Background: an optimization exercise with open tools, aiming at small area, a short achievable clock period and few clock cycles per item. Do not read the settings as production practice.
The RTL of this run was laid out without a check of its function.

### flow/config.mk
export PLATFORM = sky130hd
export DESIGN_NAME = rank_arm
export DESIGN_NICKNAME = rank_arm
export VERILOG_FILES = /design/flow/design.v
export SDC_FILE = /design/flow/constraint.sdc
export NUM_CORES = 4
export LEC_CHECK = 0
export CAP_MARGIN = 20
export CORE_MARGIN = 2
export CORE_UTILIZATION = 40
export SLEW_MARGIN = 20
### flow/constraint.sdc
create_clock -name core_clock -period 26.0 [get_ports {clk}]
set_input_delay 5.2000 -clock core_clock [delete_from_list [all_inputs] [get_ports {clk}]]
set_output_delay 5.2000 -clock core_clock [all_outputs]
set_load 0.01 [all_outputs]
### flow/design.v
module rank_min #(
    parameter NCELL = 32,            
    parameter VW    = 12,
    parameter IW    = 5              
) (
    input  wire [NCELL*VW-1:0] volt,
    input  wire [NCELL-1:0]    mask,
    input  wire                dir,
    output wire                found,
    output wire [IW-1:0]       idx,
    output wire [VW-1:0]       vsel
);
    wire [NCELL-1:0]    val [0:IW];
    wire [NCELL*VW-1:0] vv  [0:IW];
    wire [NCELL*IW-1:0] ii  [0:IW];
    assign val[0] = mask;
    assign vv[0]  = volt;
    assign ii[0]  = {NCELL*IW{1'b0}};
    genvar l, n;
    generate
        for (l = 1; l <= IW; l = l + 1) begin : g_lvl
            for (n = 0; n < (NCELL >> l); n = n + 1) begin : g_node
                wire          av = val[l-1][2*n];
                wire          bv = val[l-1][2*n+1];
                wire [VW-1:0] a  = vv[l-1][(2*n)*VW +: VW];
                wire [VW-1:0] b  = vv[l-1][(2*n+1)*VW +: VW];
                wire [IW-1:0] ai = ii[l-1][(2*n)*IW +: IW];
                wire [IW-1:0] bi = ii[l-1][(2*n+1)*IW +: IW];
                wire          gt;
                rank_gt #(.W(VW)) u_gt (.a(a), .b(b), .gt(gt));
                wire          pb = !av || (bv && (gt ^ dir));
                assign val[l][n] = av | bv;
                assign vv[l][n*VW +: VW] = pb ? b : a;
                if (l == 1) begin : g_i1
                    assign ii[l][n*IW +: IW] = {{(IW-1){1'b0}}, pb};
                end else begin : g_in
                    wire [IW-1:0] ci = pb ? bi : ai;
                    assign ii[l][n*IW +: IW] = {{(IW-l){1'b0}}, pb, ci[l-2:0]};
                end
            end
            if ((NCELL >> l) < NCELL) begin : g_pad
                assign val[l][NCELL-1:(NCELL>>l)] = {(NCELL-(NCELL>>l)){1'b0}};
                assign vv[l][NCELL*VW-1:(NCELL>>l)*VW] = {((NCELL-(NCELL>>l))*VW){1'b0}};
                assign ii[l][NCELL*IW-1:(NCELL>>l)*IW] = {((NCELL-(NCELL>>l))*IW){1'b0}};
            end
        end
    endgenerate
    assign found = val[IW][0];
    assign idx   = ii[IW][IW-1:0];
    assign vsel  = vv[IW][VW-1:0];
endmodule
module rank_gt #(
    parameter W = 12
) (
    input  wire [W-1:0] a,
    input  wire [W-1:0] b,
    output wire         gt
);
    localparam K = $clog2(W);
    wire [W-1:0] g [0:K];
    wire [W-1:0] e [0:K];
    assign g[0] = a & ~b;
    assign e[0] = ~(a ^ b);
    genvar k, j;
    generate
        for (k = 1; k <= K; k = k + 1) begin : g_lvl
            localparam NIN  = (W + (1 << (k-1)) - 1) >> (k-1);
            localparam NOUT = (NIN + 1) / 2;
            for (j = 0; j < W; j = j + 1) begin : g_grp
                if (2*j+1 < NIN) begin : g_two
                    assign g[k][j] = g[k-1][2*j+1] | (e[k-1][2*j+1] & g[k-1][2*j]);
                    assign e[k][j] = e[k-1][2*j+1] & e[k-1][2*j];
                end else if (2*j < NIN) begin : g_one
                    assign g[k][j] = g[k-1][2*j];
                    assign e[k][j] = e[k-1][2*j];
                end else begin : g_none
                    assign g[k][j] = 1'b0;
                    assign e[k][j] = 1'b0;
                end
            end
        end
    endgenerate
    assign gt = g[K][0];
endmodule
module rank_popcnt #(
    parameter N = 32,                
    parameter W = 6                  
) (
    input  wire [N-1:0] x,
    output wire [W-1:0] cnt
);
    wire [W-1:0] nd [0:2*N-2];
    genvar i;
    generate
        for (i = 0; i < N; i = i + 1) begin : g_leaf
            assign nd[N-1+i] = {{(W-1){1'b0}}, x[i]};
        end
        for (i = 0; i < N-1; i = i + 1) begin : g_node
            assign nd[i] = nd[2*i+1] + nd[2*i+2];
        end
    endgenerate
    assign cnt = nd[0];
endmodule
module rank_arm #(
    parameter NCELL = 32,            
    parameter VW    = 12             
) (
    input  wire                   clk,
    input  wire                   rst,           
    input  wire                   start,
    output wire                   ready,
    output reg                    done,
    input  wire                   active,        
    input  wire                   fb,            
    input  wire signed [7:0]      n_ins,         
    input  wire                   s_neg,         
    input  wire [NCELL*VW-1:0]    volt,          
    input  wire [NCELL-1:0]       byp,           
    input  wire [NCELL-1:0]       excl,          
    input  wire [VW-1:0]          band,          
    input  wire [6:0]             swap_limit,    
    input  wire [4:0]             dwell,         
    input  wire [7:0]             debt_bound,    
    output wire [2*NCELL-1:0]     pol,           
    output reg  signed [7:0]      level,
    output reg  signed [7:0]      debt,
    output reg  [5:0]             nsw,
    output reg  [4:0]             nswap,
    output reg  [8:0]             discarded,
    output reg                    fault
);
    localparam IW = $clog2(NCELL);
    reg               busy;          
    reg [2*NCELL-1:0] pol_r;         
    reg [4*NCELL-1:0] pin_r;         
    reg [NCELL-1:0]   chg;           
    reg signed [7:0]  tgt;           
    reg               qn;            
    reg               cs_pos;        
    assign ready = !busy;
    assign pol   = pol_r;
    wire [3:0] dm1 = dwell[3:0] - 4'd1;
    integer c;
    reg  [NCELL-1:0]  avail;
    wire [6:0]        nav;
    reg signed [9:0]  raw;
    reg signed [9:0]  a_r;
    reg [8:0]         a_disc;
    reg               a_qn;
    always @* begin
        for (c = 0; c < NCELL; c = c + 1)
            avail[c] = !byp[c] && !excl[c];
    end
    rank_popcnt #(.N(NCELL), .W(7)) u_cnt_nav (.x(avail), .cnt(nav));
    always @* begin
        raw = n_ins + (fault ? 8'sd0 : debt);
        a_qn = fb && raw[9] && (avail != {NCELL{1'b0}});
        if (raw > $signed({3'b000, nav})) begin
            a_r    = $signed({3'b000, nav});
            a_disc = raw - $signed({3'b000, nav});
        end else if (fb && raw < -$signed({3'b000, nav})) begin
            a_r    = -$signed({3'b000, nav});
            a_disc = -$signed({3'b000, nav}) - raw;
        end else if (!fb && raw[9]) begin
            a_r    = 10'sd0;
            a_disc = -raw;
        end else begin
            a_r    = raw;
            a_disc = 9'd0;
        end
    end
    reg [3:0]         a_pin  [0:NCELL-1];
    reg [NCELL-1:0]   a_clr;         
    reg [NCELL-1:0]   a_sw;          
    wire [5:0]        a_nsw;
    always @* begin
        for (c = 0; c < NCELL; c = c + 1) begin
            if (chg[c])
                a_pin[c] = pin_r[4*c +: 4];
            else if (pin_r[4*c +: 4] != 4'd0)
                a_pin[c] = pin_r[4*c +: 4] - 4'd1;
            else
                a_pin[c] = 4'd0;
            a_clr[c] = !byp[c] && pol_r[2*c] &&
                       (!active || (a_pin[c] == 4'd0 &&
                                    (excl[c] || (pol_r[2*c+1] != a_qn))));
            a_sw[c]  = pol_r[2*c] && (byp[c] || a_clr[c]);
        end
    end
    rank_popcnt #(.N(NCELL), .W(6)) u_cnt_sw (.x(a_sw), .cnt(a_nsw));
    reg [NCELL-1:0] pos, neg, free, ins_mask, rem_mask;
    wire [6:0]      npos, nneg;
    always @* begin
        for (c = 0; c < NCELL; c = c + 1) begin
            pos[c]  = pol_r[2*c] && !pol_r[2*c+1];
            neg[c]  = pol_r[2*c] &&  pol_r[2*c+1];
            free[c] = !byp[c] && !excl[c] && !chg[c] && (pin_r[4*c +: 4] == 4'd0);
            ins_mask[c] = free[c] && !pol_r[2*c];
            rem_mask[c] = free[c] &&  pol_r[2*c] && (pol_r[2*c+1] == qn);
        end
    end
    rank_popcnt #(.N(NCELL), .W(7)) u_cnt_pos (.x(pos), .cnt(npos));
    rank_popcnt #(.N(NCELL), .W(7)) u_cnt_neg (.x(neg), .cnt(nneg));
    wire signed [7:0] cur_l = $signed({1'b0, npos}) - $signed({1'b0, nneg});
    wire signed [7:0] cur_d = tgt - cur_l;            
    wire signed [7:0] need  = qn ? -cur_d : cur_d;
    wire          ins_found, rem_found;
    wire [IW-1:0] ins_c, rem_c;
    wire [VW-1:0] v_in, v_out;
    rank_min #(.NCELL(NCELL), .VW(VW), .IW(IW)) u_ins (
        .volt(volt), .mask(ins_mask), .dir(!cs_pos),
        .found(ins_found), .idx(ins_c), .vsel(v_in));
    rank_min #(.NCELL(NCELL), .VW(VW), .IW(IW)) u_rem (
        .volt(volt), .mask(rem_mask), .dir(cs_pos),
        .found(rem_found), .idx(rem_c), .vsel(v_out));
    wire [VW-1:0] gx = cs_pos ? v_out : v_in;
    wire [VW-1:0] gy = cs_pos ? v_in  : v_out;
    wire [VW:0]   gap_lim = {1'b0, gy} + {1'b0, band};
    wire          swap_ok = ins_found && rem_found &&
                            ({2'b00, nswap} < swap_limit) &&
                            ({1'b0, gx} > gap_lim);
    wire need_pos  = !need[7] && (need != 8'sd0);
    wire need_zero = (need == 8'sd0);
    wire do_ins  = (need_pos && ins_found) || (need_zero && swap_ok);
    wire do_rem  = (need[7]  && rem_found) || (need_zero && swap_ok);
    wire do_any  = do_ins || do_rem;
    wire [5:0] cur_d_abs = cur_d[7] ? -cur_d[5:0] : cur_d[5:0];   
    always @(posedge clk) begin
        if (rst) begin
            busy      <= 1'b0;
            done      <= 1'b0;
            pol_r     <= {2*NCELL{1'b0}};
            pin_r     <= {4*NCELL{1'b0}};
            chg       <= {NCELL{1'b0}};
            tgt       <= 8'sd0;
            qn        <= 1'b0;
            cs_pos    <= 1'b1;
            level     <= 8'sd0;
            debt      <= 8'sd0;
            nsw       <= 6'd0;
            nswap     <= 5'd0;
            discarded <= 9'd0;
            fault     <= 1'b0;
        end else begin
            done <= 1'b0;
            if (!busy) begin
                if (start) begin
                    for (c = 0; c < NCELL; c = c + 1) begin
                        if (byp[c] || a_clr[c])
                            pol_r[2*c +: 2] <= 2'b00;
                        chg[c] <= a_clr[c];
                        pin_r[4*c +: 4] <= byp[c] ? 4'd0 : a_clr[c] ? dm1 : a_pin[c];
                    end
                    nsw    <= a_nsw;
                    nswap  <= 5'd0;
                    tgt    <= a_r[7:0];
                    qn     <= a_qn;
                    cs_pos <= (a_qn == s_neg);
                    if (active) begin
                        busy      <= 1'b1;
                        discarded <= a_disc;
                    end else begin
                        done      <= 1'b1;
                        level     <= 8'sd0;
                        debt      <= 8'sd0;
                        fault     <= 1'b0;
                        discarded <= 9'd0;
                    end
                end
            end else begin
                if (do_ins) begin
                    pol_r[2*ins_c +: 2] <= {qn, 1'b1};
                    chg[ins_c]          <= 1'b1;
                    pin_r[4*ins_c +: 4] <= dm1;
                end
                if (do_rem) begin
                    pol_r[2*rem_c +: 2] <= 2'b00;
                    chg[rem_c]          <= 1'b1;
                    pin_r[4*rem_c +: 4] <= dm1;
                end
                if (do_ins && do_rem) begin
                    nsw   <= nsw + 6'd2;
                    nswap <= nswap + 5'd1;
                end else if (do_any) begin
                    nsw   <= nsw + 6'd1;
                end else begin
                    busy  <= 1'b0;
                    done  <= 1'b1;
                    level <= cur_l;
                    debt  <= cur_d;
                    fault <= ({2'b00, cur_d_abs} > debt_bound);
                end
            end
        end
    end
endmodule
### flow/run.sh
#!/bin/bash
# synth_recipe.tcl (not shown) runs the flow's synth.tcl, then flattens the netlist and writes it again
# the make line also repeats each setting of config.mk as NAME=value (left out here)
make -C /OpenROAD-flow-scripts/flow DESIGN_CONFIG=/design/flow/config.mk WORK_HOME=/design/flow/orfs CLKGATE_MAP_FILE= SYNTH_SCRIPT=/design/flow/synth_recipe.tcl finish
==> results.txt <==
* Fmax at 40.5 MHz
* Number of global-route vias before repair at 54,600
* Final Skew at 0.0337 ns
* Worst reg2reg startpoint: pin_r[88]
* Grt ovf at 0
* Fillers at 12,900
* Most used routing layer: met2
* Synth async-reset ratio at 0%
* Seq. cell area at 5470 um^2
* Final hold violations at 0
* Number of synthesized flops with an enable pin at 0
* Critical Path Source Type: input port
* First-pass GRT wire length at 353,000 um
* Post-synthesis cell count at 7,352
* Routability Congestion at 1.05
* I/O pins at 597
* Die area at 131,000 um^2
* Syn. warnings at 6
* Slowest CP cell: clkdlybuf4s50_1
* 1st-pass router iterations at 9
* Worst Path Arrival at 25.16 ns
* CP dominant cell by count: a21oi_1
* Antenna viol nets, final at 0
* Max incr delay on CP at 0.59 ns
* Nets at 8,992
* Die Ht at 362 um
* Seq/Total Area, Yosys at 10.7%
* Placement Setup Slack at 0.621 ns
* Slew @ Worst Pin at 1.31 ns
* Post-Syn Nets at 8,558
* Reg2Reg Setup Slack at 5.76 ns
* Post-CTS Setup Bufs at 0
* Post-DP HPWL at 197,000 um
* Largest net degree at the start of global routing at 151
* Layout cells sized above 1 at 6.02%
* Worst Setup EP: pin_r[107]
* Final setup violation count at 0
* Vias at 59,600
* Drt first-iter violations at 6,989
* Area Overhead vs Synth at 17.9%
* Setup WS post-layout at 1.31 ns
* Reg-to-Reg End: pin_r[107]
* Slew Viols, Final at 0
* Total GRT Usage at 35.5%
* Max-cap viol count at 0
* Worst skew pair latency at 0.58 ns
* Hold/Removal Path Class: flip-flop to flip-flop
* Syn Std Cell Area at 51,100 um^2
* Crit-path max FO at 23
* Type of the worst setup path: input port to flip-flop
* Post-layout min period at 24.69 ns
* RSZ-0062 raised after global routing: false
* Row cnt at 131
* Netlist cell types at 111
* WL/cell at 25.8 um
* PortBufs at 595
* GR Util met3 at 6.19%
* Placed cell areas at 59,100 um^2
* CTS tree: done
* Top FF cell, synth: dfxtp_1
* CP required at 26.47 ns
* Starting Density at 40.2%
* Fin Setup TNS at 0 ns
* Clock sinks at 273
* Cts bufs inserted at 35
* Vias per cell at 6.28
* Met2 Usage GRT at 55.6%
* Clk buf depth at 3
* CTS clk-pin slew, worst paths at 0.06 ns
* Reg2Reg Depth at 78
* Initial antenna violation count at 18
* Slew HR at 12.4%
* Status: complete, no violations
* Fin area at 60,300 um^2
* Final wirelength at 245,000 um
* Root buffer cell: clkbuf_16
* Final Cycle Share at 95.0%
* Seq cells post-synth at 273
* Hold_ws at 0.463 ns
* H-tree levels at 2
* DRC Markers at 0
* Crit end category: flip-flop
* CORE AREA at 127,000 um^2
* CTS Hold Bufs at 0
* Mean post-synth cell area at 6.96 um^2
* Footprint of the multi-input gates at 42,600 um^2
* Die X at 362 um
* CP Launch Point: volt[301]
* Grt met1 use at 46.9%
* Number of cells upsized or downsized after cts at 0
* Min-delay src: tgt[5]
==> state kept, by name, summed over array words and instances (netlist names) <==
name       count
fault          1
pol_r         64
discarded      9
busy           1
debt           8
nsw            6
done           1
qn             1
cs_pos         1
nswap          5
level          8
tgt            8
chg           32
pin_r        128
==> kinds of logic after synthesis <==
group	after synthesis	synth area share [%]
simple gates	2637	24.3
compound gates	2321	29.0
buf+inv	857	6.41
fa+ha+maj	717	19.0
mux	369	7.55
flops	273	10.7
xor+xnor	178	3.05
==> cell type report <==
| cell class | instances | share of cell area [%] |
|---|---|---|
| Sequential cell | 273 | 9.08 |
| Inverter | 523 | 3.27 |
| Clock buffer | 55 | 1.76 |
| Tap cell | 1662 | 3.45 |
| Antenna cell | 10 | 0.0415 |
| Timing Repair Buffer | 731 | 11.6 |
| Multi-Input combinational cell | 6222 | 70.7 |
| Clock inverter | 9 | 0.104 |
==> cells in the mapped netlist, types with 146 or more instances <==
library cell	instances	area (um^2)
a21o_1	146	1100
a21oi_1	680	3400
clkbuf_1	276	1040
dfxtp_1	273	5470
ha_1	610	7630
inv_1	517	1940
mux2i_1	256	2560
nand2_1	708	2660
nand3_1	203	1020
nor2_1	843	3160
nor3_1	196	981
o21ai_0	557	2790
==> worst max-delay path, delay by kind of cell <==
family	cells	cell delay, ns
AO/OA/AOI/OAI	41	9.26
AND/OR/NAND/NOR	21	4.30
buffers and inverters	11	2.60
adder cells (fa/ha/maj)	8	2.33
multiplexers	2	0.73
XOR/XNOR	5	0.66
==> layer usage <==
layer | vias to the layer above | wire length (um)
met3 | 601 | 24500
met4 | 12 | 14300
met2 | 3190 | 105000
li1 | 27700 | -
met5 | - | 80
met1 | 28000 | 101000
==> how the worst min path moves through the flow <==
stage	slack, ns	cells past startpoint	end
floorplan	0.44	2	tgt[3]
global placement	0.46	2	tgt[5]
detailed placement	0.46	2	tgt[5]
CTS	0.46	2	tgt[5]
global route	0.48	2	tgt[5]
finish	0.46	2	tgt[5]
==> per-stage QoR <==
stage	std cells	util (%)
global route	9483	47.4
detailed placement	9411	46.4
CTS	9475	47.3
global placement	9411	46.4
finish	9485	47.4
floorplan	7352	-
==> cell usage in the layout (no fill, tap or decap), drive strengths merged, types with 147 or more instances in the layout <==
cell	count
nand2	708
ha	610
nor3	202
nor2	843
a21oi	680
nand3	204
mux2i	259
dfxtp	273
inv	520
clkdlybuf4s50	593
a21o	147
o21ai	587

## what the ideal ports hide
No port has a modelled driver above. Below, the same layout with a new extraction and two added sets of constraints.
Step 1 sets driving cells, clkbuf_16 on the clock port and buf_2 on the other inputs (assumed; they add their load-dependent delay and slew).
Step 2 moves the port delays by t, midway between the first and last clock arrival at a register: inputs arrive t later, outputs are due t later. That takes back most of the time a late clock gives input paths.
Three values: ideal, step 1, step 2; two values: the first two.
t (ns): 0.631
slack for setup (ns): 1.308 / 1.336 / 0.705
latest minus earliest clock arrival (ns): 0.033 / 0.034
worst register clock-pin slew, ns: 0.06 / 0.06
pins driven straight from the clock port: 1
After both steps this run still meets setup and hold. For this run, drivers alone change the setup slack by +0.028 ns; drivers and shift together by -0.603 ns.
